Background: an optimization exercise with open tools, aiming at small area, a short achievable clock period and few clock cycles per item. Do not read the settings as production practice.
RTL that was checked went through simulation tests only; none was proved equivalent to the original.

==> trial 22: inputs <==
==> flow/design.v (excerpt) <==
module enc_scaler (
    input  wire        clk,
    input  wire        rst,
    input  wire        enc_a,
    input  wire        enc_b,
    input  wire [15:0] min_edge,
    input  wire        cnt_load,
    input  wire [31:0] cnt_load_count,
    input  wire [31:0] cnt_load_ext,
    input  wire        fault_load,
    input  wire [31:0] fault_load_val,
    input  wire        status_clr,
    output wire        filt_a,
    output wire        filt_b,
    output reg  [31:0] count,
    output reg  [31:0] count_ext,
    output reg         wrap_flag,
    output reg  [31:0] fault_count,
    output reg         fault_sat,
    input  wire        req_valid,
    output wire        req_ready,
    input  wire        req_set,
    input  wire [63:0] req_value,
    input  wire [31:0] pos_num,
    input  wire [30:0] pos_den,
    output wire        resp_valid,
    output wire [63:0] resp_pos
);
    wire acc_a, rej_a, acc_b, rej_b;
    enc_filter u_fa (
  ...
make LEC_CHECK=0 ABC_CLOCK_PERIOD_IN_PS=3000 CAP_MARGIN=20 CORE_MARGIN=2 CORE_UTILIZATION=40 PLACE_DENSITY=0.6 SLEW_MARGIN=20 finish   # period 10.0 ns
run.sh (not shown) runs the stock make flow with config.mk's settings and CLKGATE_MAP_FILE= SYNTH_SCRIPT=/design/flow/synth_recipe.tcl, a recipe that flattens the netlist after the stock synthesis.
==> inputs of build 60, as changes to trial 22 <==
--- a/flow/design.v
+++ b/flow/design.v
@@ -9,12 +9,20 @@
 );
     reg        sample;
     reg        pending;
     reg        last;
     reg [15:0] left;
     wire diff = sample ^ level;
+    reg [16:0] brw;
+    integer i;
+    always @(*) begin
+        brw[0] = 1'b1;
+        for (i = 0; i < 16; i = i + 1)
+            brw[i+1] = brw[i] & ~left[i];
+    end
+    wire [15:0] left_dec = left ^ brw[15:0];
     assign reject = pending & ~diff;
     assign accept = pending & diff & last;
     always @(posedge clk) begin
         if (rst) begin
             sample  <= line_in;
             level   <= line_in;
@@ -29,13 +37,13 @@
                 end
             end else if (!diff || last) begin
                 pending <= 1'b0;
                 if (diff)
                     level <= sample;
             end else begin
-                left <= left - 16'd1;
+                left <= left_dec;
                 last <= (left == 16'd2);
             end
         end
     end
 endmodule
 module pos_scaler (
@@ -65,12 +73,14 @@
     reg        yprev;         
     reg [63:0] offset;
     reg [30:0] den;
     reg [31:0] R;             
     reg [31:0] H;             
     reg [63:0] L;             
+    reg        fhi;           
+    reg        fcy;           
     assign req_ready = (state == S_IDLE);
     assign resp_pos  = L;
     wire c_sign = count_ext[31] ^ (count[31] & (count_ext[30:0] == 31'd0));
     wire c_wrap = (count_ext == 32'h8000_0000) & count[31];
     wire [4:0] pairs_c [0:7];
     wire [4:0] pairs_e [0:7];
@@ -109,49 +119,56 @@
     wire ng1  = ((b1[2] & ~(b1[1] & b1[0])) ^ neg) ^ top_digit;
     wire [33:0] nx  = {{2{R[31]}}, R};
     wire [33:0] pp0 = one0 ? nx : (two0 ? {nx[32:0], 1'b0} : 34'd0);
     wire [33:0] pp1 = one1 ? nx : (two1 ? {nx[32:0], 1'b0} : 34'd0);
     wire        n0  = ng0 & (one0 | two0);
     wire        n1  = ng1 & (one1 | two1);
-    wire [35:0] op_a = {{4{H[31]}}, H};
-    wire [35:0] op_b = {{2{pp0[33] ^ n0}}, pp0 ^ {34{n0}}};
-    wire [35:0] op_c = {pp1 ^ {34{n1}}, n1, n1};
+    wire        fin  = (state == S_FIN);
+    wire [31:0] fq;
+    wire        fcin;
+    wire [35:0] op_a = fin ? {4'd0, offset[31:0]} : {{4{H[31]}}, H};
+    wire [35:0] op_b = fin ? {4'd0, fq} : {{2{pp0[33] ^ n0}}, pp0 ^ {34{n0}}};
+    wire [35:0] op_c = fin ? 36'd0 : {pp1 ^ {34{n1}}, n1, n1};
+    wire        ci0  = fin ? fcin : n0;
+    wire        ci1  = fin ? 1'b0 : n1;
     wire [35:0] cs_s = op_a ^ op_b ^ op_c;
     wire [35:0] cs_c = (op_a & op_b) | (op_a & op_c) | (op_b & op_c);
-    wire [35:0] msum = cs_s + {cs_c[34:0], n0} + {35'd0, n1};
+    wire [35:0] msum = cs_s + {cs_c[34:0], ci0} + {35'd0, ci1};
     wire [30:0] sm1  = den | (den >> 1);
     wire [30:0] sm2  = sm1 | (sm1 >> 2);
     wire [30:0] sm4  = sm2 | (sm2 >> 4);
     wire [30:0] sm8  = sm4 | (sm4 >> 8);
     wire [30:0] sm16 = sm8 | (sm8 >> 16);
     wire [30:0] ge_p = ~(sm16 >> 1);
     wire [95:0] V = {H, L};
     wire [46:0] w16 = {R[30:0], V[95:80]};
     wire [38:0] w8  = {R[30:0], V[95:88]};
     wire ok16 = (cnt >= 7'd16) & ~|w16[46:31] & ~|(w16[30:0] & ge_p);
     wire ok8  = (cnt >= 7'd8)  & ~|w8[38:31]  & ~|(w8[30:0]  & ge_p);
-    wire [31:0] t1_in = {R[30:0], V[95]};
-    wire [32:0] t1    = {1'b0, t1_in} - {2'b00, den};
-    wire        q1    = ~t1[32];
-    wire [30:0] r1    = q1 ? t1[30:0] : t1_in[30:0];
-    wire [31:0] t2_in = {r1, V[94]};
-    wire [32:0] t2    = {1'b0, t2_in} - {2'b00, den};
-    wire        q2    = ~t2[32];
-    wire [30:0] r2    = q2 ? t2[30:0] : t2_in[30:0];
+    wire [33:0] xw  = {1'b0, R[30:0], V[95], V[94]};
+    wire [33:0] dv1 = {3'b000, den};
+    wire [33:0] dv2 = {2'b00, den, 1'b0};
+    wire [33:0] dA  = xw - dv1;
+    wire [33:0] dB  = xw - dv2;
+    wire [33:0] c3s = xw ^ ~dv1 ^ ~dv2;
+    wire [33:0] c3c = (xw & ~dv1) | (xw & ~dv2) | (~dv1 & ~dv2);
+    wire [33:0] dC  = c3s + {c3c[32:0], 1'b1} + 34'd1;    
+    wire        q1  = ~dB[33];
+    wire        q2  = q1 ? ~dC[33] : ~dA[33];
+    wire [30:0] r2  = q1 ? (q2 ? dC[30:0] : dB[30:0]) : (q2 ? dA[30:0] : xw[30:0]);
     wire [6:0] cnt_dec = ok16 ? cnt - 7'd16 : (ok8 ? cnt - 7'd8 : cnt - 7'd2);
-    reg [63:0] qmask;
+    reg [31:0] qmask;
     integer k;
     always @(*) begin
-        for (k = 0; k < 64; k = k + 1)
-            qmask[k] = (k < 36) ? 1'b1 : ((((k - 32) >> 2) < mcyc) ? 1'b1 : 1'b0);
+        for (k = 0; k < 32; k = k + 1)
+            qmask[k] = ~fhi | ((k >> 2) < mcyc);
     end
-    wire [63:0] q    = L & qmask;
-    wire        rz   = (R[30:0] == 31'd0);
-    wire        inv  = neg ^ op_set;
-    wire        cin  = op_set ? (~neg | ~rz) : (neg & rz);
-    wire [63:0] fsum = offset + (q ^ {64{inv}}) + {63'd0, cin};
+    wire rz  = (R[30:0] == 31'd0);
+    wire inv = neg ^ op_set;
+    assign fq   = (L[31:0] & qmask) ^ {32{inv}};
+    assign fcin = fhi ? fcy : (op_set ? (~neg | ~rz) : (neg & rz));
     always @(posedge clk) begin
         if (rst) begin
             state      <= S_IDLE;
             resp_valid <= 1'b0;
             offset     <= 64'd0;
         end else begin
@@ -164,12 +181,13 @@
                     den    <= pos_den;
                     neg    <= c_sign ^ pos_num[31];
                     wfix   <= c_wrap;
                     mcyc   <= m_need;
                     op_set <= req_set;
                     yprev  <= 1'b0;
+                    fhi    <= 1'b0;
                     cnt    <= 7'd0;
                     if (req_valid) begin
                         if (req_set)
                             offset <= req_value;
                         state <= S_MUL;
                     end
@@ -199,20 +217,25 @@
                     end
                     cnt <= cnt_dec;
                     if (cnt_dec == 7'd0)
                         state <= S_FIN;
                 end
                 S_FIN: begin
+                    fcy <= msum[32];
+                    fhi <= 1'b1;
                     if (op_set) begin
-                        offset <= fsum;
-                        L      <= offset;
+                        offset <= {msum[31:0], offset[63:32]};
+                        L      <= {offset[31:0], L[63:32]};
                     end else begin
-                        L      <= fsum;
+                        offset <= {offset[31:0], offset[63:32]};
+                        L      <= {msum[31:0], L[63:32]};
+                    end
+                    if (fhi) begin
+                        resp_valid <= 1'b1;
+                        state      <= S_IDLE;
                     end
-                    resp_valid <= 1'b1;
-                    state      <= S_IDLE;
                 end
             endcase
         end
     end
 endmodule
 module enc_scaler (
@@ -252,17 +275,41 @@
         .clk(clk), .rst(rst), .line_in(enc_b), .min_edge(min_edge),
         .level(filt_b), .accept(acc_b), .reject(rej_b)
     );
     wire both    = acc_a & acc_b;
     wire step_en = (acc_a ^ acc_b) & ~cnt_load;
     wire up      = acc_a ? (filt_a == filt_b) : (filt_a != filt_b);
-    wire wrap_up = step_en &  up & (count == 32'h7FFF_FFFF);
-    wire wrap_dn = step_en & ~up & (count == 32'h8000_0000);
-    wire [2:0]  fault_inc  = {rej_a & rej_b, rej_a ^ rej_b, both};
-    wire [32:0] fault_sum  = {1'b0, fault_count} + {30'd0, fault_inc};
-    wire [31:0] fault_next = fault_sum[32] ? 32'hFFFF_FFFF : fault_sum[31:0];
+    reg  [32:0] c_inc, c_dec, e_inc, e_dec;
+    integer i;
+    always @(*) begin
+        c_inc[0] = 1'b1; c_dec[0] = 1'b1;
+        e_inc[0] = 1'b1; e_dec[0] = 1'b1;
+        for (i = 0; i < 32; i = i + 1) begin
+            c_inc[i+1] = c_inc[i] &  count[i];
+            c_dec[i+1] = c_dec[i] & ~count[i];
+            e_inc[i+1] = e_inc[i] &  count_ext[i];
+            e_dec[i+1] = e_dec[i] & ~count_ext[i];
+        end
+    end
+    wire at_max  = c_inc[31] & ~count[31];       
+    wire at_min  = c_dec[31] &  count[31];       
+    wire wrap_up = step_en &  up & at_max;
+    wire wrap_dn = step_en & ~up & at_min;
+    wire [31:0] count_step = count ^ (up ? c_inc[31:0] : c_dec[31:0]);
+    wire [31:0] ext_step   = count_ext ^ (wrap_dn ? e_dec[31:0] : e_inc[31:0]);
+    wire [2:0] fault_inc = {rej_a & rej_b, rej_a ^ rej_b, both};
+    wire [3:0] f_lo      = {1'b0, fault_count[2:0]} + {1'b0, fault_inc};
+    reg  [29:0] f_all;                           
+    always @(*) begin
+        f_all[0] = 1'b1;
+        for (i = 0; i < 29; i = i + 1)
+            f_all[i+1] = f_all[i] & fault_count[i+3];
+    end
+    wire        f_ovf      = f_lo[3] & f_all[29];
+    wire [31:0] fault_next = f_ovf ? 32'hFFFF_FFFF :
+                             {fault_count[31:3] ^ (f_all[28:0] & {29{f_lo[3]}}), f_lo[2:0]};
     always @(posedge clk) begin
         if (rst) begin
             count       <= 32'd0;
             count_ext   <= 32'd0;
             wrap_flag   <= 1'b0;
             fault_count <= 32'd0;
@@ -270,25 +317,25 @@
         end else begin
             if (cnt_load) begin
                 count     <= cnt_load_count;
                 count_ext <= cnt_load_ext;
             end else begin
                 if (step_en)
-                    count <= count + {{31{~up}}, 1'b1};
+                    count <= count_step;
                 if (wrap_up | wrap_dn)
-                    count_ext <= count_ext + {{31{wrap_dn}}, 1'b1};
+                    count_ext <= ext_step;
             end
             if (wrap_up | wrap_dn)
                 wrap_flag <= 1'b1;
             else if (status_clr)
                 wrap_flag <= 1'b0;
             if (fault_load)
                 fault_count <= fault_load_val;
             else
                 fault_count <= fault_next;
-            if (!fault_load && fault_inc != 3'd0 && fault_next == 32'hFFFF_FFFF)
+            if (!fault_load && fault_inc != 3'd0 && (f_ovf | (f_all[29] & (f_lo == 4'b0111))))
                 fault_sat <= 1'b1;
             else if (status_clr)
                 fault_sat <= 1'b0;
         end
     end
     pos_scaler u_ps (
==> flow/config.mk (replaced) <==
export PLATFORM = sky130hd
export DESIGN_NAME = enc_scaler
export DESIGN_NICKNAME = enc_scaler
export VERILOG_FILES = /design/flow/design.v
export SDC_FILE = /design/flow/constraint.sdc
export NUM_CORES = 4
export LEC_CHECK = 0
export CAP_MARGIN = 20
export CORE_MARGIN = 2
export CORE_UTILIZATION = 40
export PLACE_DENSITY = 0.6
export SETUP_SLACK_MARGIN = 5
export SLEW_MARGIN = 20
==> inputs of trial 45, as changes to trial 22 <==
==> flow/config.mk (replaced) <==
export PLATFORM = sky130hd
export DESIGN_NAME = enc_scaler
export DESIGN_NICKNAME = enc_scaler
export VERILOG_FILES = /design/flow/design.v
export SDC_FILE = /design/flow/constraint.sdc
export NUM_CORES = 4
export LEC_CHECK = 0
export CAP_MARGIN = 20
export CORE_MARGIN = 2
export CORE_UTILIZATION = 40
export PLACE_DENSITY = 0.6
export SLEW_MARGIN = 20
==> impl_results.rst <==
.. list-table::
   :header-rows: 1

   * - Metric
     - Value
   * - Run status
     - finished clean
   * - Cells after synthesis
     - 4290
   * - Global routing usage on met2
     - 53.0%
   * - Most frequent cell after synthesis
     - nand2_1
   * - #FFs+latches synth
     - 382
Source of the figures above: build 60

==> impl_results.rst <==
.. list-table::
   :header-rows: 1

   * - Metric
     - Value
   * - Critical path, cell by cell
     - inv_1 > ha_1 > fa_1 > nor2b_1 > o21a_1 > o21ai_1 > a2111oi_2 > o21ai_0 > and2_1 > o211a_1 > o21ai_0 > fa_1 > a21o_1 > a21oi_2 > o21ai_1 > a41oi_2 > o211a_1 > a211oi_2 > o31a_1 > a221o_1 > or2_4 > mux2_1 > a32o_1
   * - #FFs+latches synth
     - 380
   * - Global routing usage on met2
     - 52.0%
   * - Cells after synthesis
     - 4595
   * - Num sequential
     - 380
   * - Run status
     - finished clean
Source of the figures above: trial 22

==> impl_results.rst <==
.. list-table::
   :header-rows: 1

   * - Metric
     - Value
   * - Run status
     - finished clean
   * - Global routing usage on met2
     - 52.0%
   * - #FFs+latches synth
     - 380
   * - Remaining max-slew budget at the tightest pin
     - 26.4%
   * - Most frequent cell after synthesis
     - a21oi_1
   * - Cells after synthesis
     - 4595
Source of the figures above: trial 45

Testbench counts of build 60, summed over its fixed seeds: cycles 31,325, items 800.
The RTL of trial 22 and trial 45 was laid out without a check of its function.

## separate check: timing with driven ports
The results above use ideal ports. As a check the final layouts listed here were re-extracted and re-timed, cells and wires unchanged. Step 1 sets driving cells, clkbuf_16 on the clock port and buf_2 on the other inputs (assumed; they add their load-dependent delay and slew). Step 2 moves the port delays by t, midway between the first and last clock arrival at a register: inputs arrive t later, outputs are due t later. That takes back most of the time a late clock gives input paths. Three values: ideal ports, drivers, drivers and shift; two values: the first two.
run | shift t [ns] | setup WS [ns] | latest minus earliest clock arrival (ns) | pins driven straight from the clock port
trial 22 | 0.709 | 1.923 / 1.923 / 1.923 | 0.028 / 0.028 | 1
build 60 | 0.688 | 4.718 / 4.718 / 4.718 | 0.021 / 0.021 | 1
trial 45 | 0.709 | 1.923 / 1.923 / 1.923 | 0.028 / 0.028 | 1
After both steps every run listed still meets setup and hold.
